Context: an optimization exercise on an open-source flow, tuned for small area and a short achievable clock period. The choices shown serve that exercise and are no tape-out recipe.
The RTL was checked by simulation tests, not by an equivalence proof against the original design.

// cwu_codec
module cwu_codec (
    input  wire        clk,
    input  wire        rst,
    input  wire        enc_valid,
    input  wire [63:0] enc_data,
    input  wire [35:0] enc_h,
    input  wire [2:0]  enc_word,
    input  wire        enc_poison,
    output reg         enc_out_valid,
    output reg  [23:0] enc_check,
    input  wire        dec_valid,
    input  wire [63:0] dec_data,
    input  wire [23:0] dec_check,
    input  wire [35:0] dec_h,
    input  wire [2:0]  dec_word,
    input  wire        dec_erase_en,
    input  wire [3:0]  dec_erase_dev,
    output reg         dec_out_valid,
    output reg  [63:0] dec_out_data,
    output reg  [2:0]  dec_outcome,
    output reg  [3:0]  dec_position,
    output reg  [23:0] dec_synd
);
Size in the first run: ~2300 cells after synthesis, about 220 flip-flops, ~360 I/O pins, roughly 0.021 mm2 of cells after synthesis.
clock: 28.0 ns
lec_check: 0
cap_margin: 20
core_margin: 2
core_utilization: 56
gpl_routability_driven: 1
slew_margin: 20
standard.sh (not shown) runs the stock make flow with config.mk's settings and CLKGATE_MAP_FILE= SYNTH_SCRIPT=/design/flow/synth_recipe.tcl, a recipe that flattens the netlist after the stock synthesis.
==> flow/flow/run.sh <==
#!/bin/bash
# Own flow: the standard layout (standard.sh) with two changes:
#  - ABC maps the logic with flow/abc.script (an area-oriented mapping
#    followed by ABC's buffering and sizing) instead of ORFS's
#    abc_speed/abc_area script; the synthesis passes before and after ABC
#    are standard.sh's own (synth_recipe.tcl);
#  - repair_timing aims for SETUP_SLACK_MARGIN=20.5 ns of setup slack;
#  - the port buffers that global placement inserts on every input and
#    output are sky130_fd_sc_hd__buf_1 cells.
# Each tool's output is in orfs/logs/ (per step) and make_flow.log.
set -euo pipefail
W=$(pwd)
cp flow/abc.script "$W/abc_custom.script"
cat > "$W/custom_synth.tcl" <<EOT
proc abc {args} {
  set i [lsearch -exact \$args -script]
  if {\$i >= 0} { lset args [expr {\$i + 1}] $W/abc_custom.script }
  puts "custom abc script: $W/abc_custom.script"
  yosys abc {*}\$args
}
source $W/synth_recipe.tcl
EOT
sed -e "s#SYNTH_SCRIPT=[^ ]*#SYNTH_SCRIPT=$W/custom_synth.tcl 'BUFFER_PORTS_ARGS=-buffer_cell sky130_fd_sc_hd__buf_1' SETUP_SLACK_MARGIN=20.5#" standard.sh > "$W/custom_standard.sh"
grep -q "SYNTH_SCRIPT=$W/custom_synth.tcl" "$W/custom_standard.sh"
bash "$W/custom_standard.sh" > "$W/make_flow.log" 2>&1
==> flow/flow/abc.script <==
strash
ifraig
scorr
dc2
dch -f
&get -n
&st
&dch
&nf -R 1000
&put
buffer -c
topo
stime -c
upsize -c
dnsize -c
The starting point went through all stages and came out clean.
Rerun with:
==> flow/flow/abc.script (replaced) <==
strash
ifraig
scorr
dc2
dch -f
&get -n
&st
&dch
&nf -R 1000
&put
topo
- CORE_UTILIZATION: 56 -> 50
- CTS_CLUSTER_DIAMETER: default -> 100
- CTS_CLUSTER_SIZE: default -> 30
The new run finished clean.
Count of clock-buffer cells in the layout goes down by 18.
Via count goes down by 2.2%.
Worst setup slack degrades by 0.0051 ns.
Rerun with:
--- a/flow/flow/run.sh
+++ b/flow/flow/run.sh
@@ -5,5 +5,5 @@
 #    abc_speed/abc_area script; the synthesis passes before and after ABC
 #    are standard.sh's own (synth_recipe.tcl);
-#  - repair_timing aims for SETUP_SLACK_MARGIN=20.5 ns of setup slack;
+#  - repair_timing aims for SETUP_SLACK_MARGIN=20.7 ns of setup slack;
 #  - the port buffers that global placement inserts on every input and
 #    output are sky130_fd_sc_hd__buf_1 cells.
@@ -21,5 +21,5 @@
 source $W/synth_recipe.tcl
 EOT
-sed -e "s#SYNTH_SCRIPT=[^ ]*#SYNTH_SCRIPT=$W/custom_synth.tcl 'BUFFER_PORTS_ARGS=-buffer_cell sky130_fd_sc_hd__buf_1' SETUP_SLACK_MARGIN=20.5#" standard.sh > "$W/custom_standard.sh"
+sed -e "s#SYNTH_SCRIPT=[^ ]*#SYNTH_SCRIPT=$W/custom_synth.tcl 'BUFFER_PORTS_ARGS=-buffer_cell sky130_fd_sc_hd__buf_1' SETUP_SLACK_MARGIN=20.7#" standard.sh > "$W/custom_standard.sh"
 grep -q "SYNTH_SCRIPT=$W/custom_synth.tcl" "$W/custom_standard.sh"
 bash "$W/custom_standard.sh" > "$W/make_flow.log" 2>&1
- CTS_CLUSTER_DIAMETER: 100 -> default
- CTS_CLUSTER_SIZE: 30 -> default
After rerunning:
- sequential share of layout area fell by 0.91 points
- register-to-register slack is better by 0.27 ns
- maximum frequency climbs by 0.98%
- design area increases by 5.6%
- count of clock-buffer cells in the layout came out higher by 20
Rerun with:
--- a/flow/flow/run.sh
+++ b/flow/flow/run.sh
@@ -5,7 +5,7 @@
 #    abc_speed/abc_area script; the synthesis passes before and after ABC
 #    are standard.sh's own (synth_recipe.tcl);
-#  - repair_timing aims for SETUP_SLACK_MARGIN=20.7 ns of setup slack;
+#  - repair_timing aims for SETUP_SLACK_MARGIN=20 ns of setup slack;
 #  - the port buffers that global placement inserts on every input and
-#    output are sky130_fd_sc_hd__buf_1 cells.
+#    output are sky130_fd_sc_hd__buf_2 cells.
 # Each tool's output is in orfs/logs/ (per step) and make_flow.log.
 set -euo pipefail
@@ -21,5 +21,5 @@
 source $W/synth_recipe.tcl
 EOT
-sed -e "s#SYNTH_SCRIPT=[^ ]*#SYNTH_SCRIPT=$W/custom_synth.tcl 'BUFFER_PORTS_ARGS=-buffer_cell sky130_fd_sc_hd__buf_1' SETUP_SLACK_MARGIN=20.7#" standard.sh > "$W/custom_standard.sh"
+sed -e "s#SYNTH_SCRIPT=[^ ]*#SYNTH_SCRIPT=$W/custom_synth.tcl 'BUFFER_PORTS_ARGS=-buffer_cell sky130_fd_sc_hd__buf_2' SETUP_SLACK_MARGIN=20#" standard.sh > "$W/custom_standard.sh"
 grep -q "SYNTH_SCRIPT=$W/custom_synth.tcl" "$W/custom_standard.sh"
 bash "$W/custom_standard.sh" > "$W/make_flow.log" 2>&1
==> flow/flow/abc.script (replaced) <==
strash
ifraig
scorr
dc2
dch -f
&get -n
&st
&dch
&nf -R 1000
&put
buffer -c
topo
stime -c
upsize -c
dnsize -c
After rerunning: Via count goes down by 2.8%. Register-to-register slack gets worse by 0.73 ns. Setup slack gets worse by 0.44 ns. Maximum frequency goes down by 5.7%.

[separate check: timing with driven ports]
How much do the figures lean on ideal ports? The routed layouts below were timed once more, with nothing changed but the port constraints.
Step 1 sets driving cells, clkbuf_16 on the clock port and buf_2 on the other inputs (assumed; they add their load-dependent delay and slew).
Step 2 adds t to the input delays and takes it off the output delays; t is the mean of the earliest and latest rising clock arrival at the registers after step 1. Input paths then give back, and output paths get back, about the clock's delay inside the block.
Three values: ideal, step 1, step 2; two values: the first two.
| run | shift t [ns] | setup WS [ns] | clock arrival spread, ns | slew at the worst register clock pin (ns) | worst slew at a driven data input, ns |
|---|---|---|---|---|---|
| the first run | 0.620 | 20.536 / 20.574 / 19.954 | 0.022 / 0.022 | 0.07 / 0.07 | 0.07 |
| the second run | 0.574 | 20.531 / 20.569 / 19.995 | 0.045 / 0.046 | 0.11 / 0.11 | 0.05 |
| the third run | 0.619 | 20.604 / 20.643 / 20.025 | 0.023 / 0.023 | 0.07 / 0.07 | 0.05 |
| the fourth run | 0.617 | 20.161 / 20.161 / 19.820 | 0.017 / 0.017 | 0.07 / 0.07 | 0.05 |
After both steps every run listed still meets setup and hold. The setup slack of the first run, which loses most, moves by +0.038 ns with the drivers and by -0.582 ns with both steps.
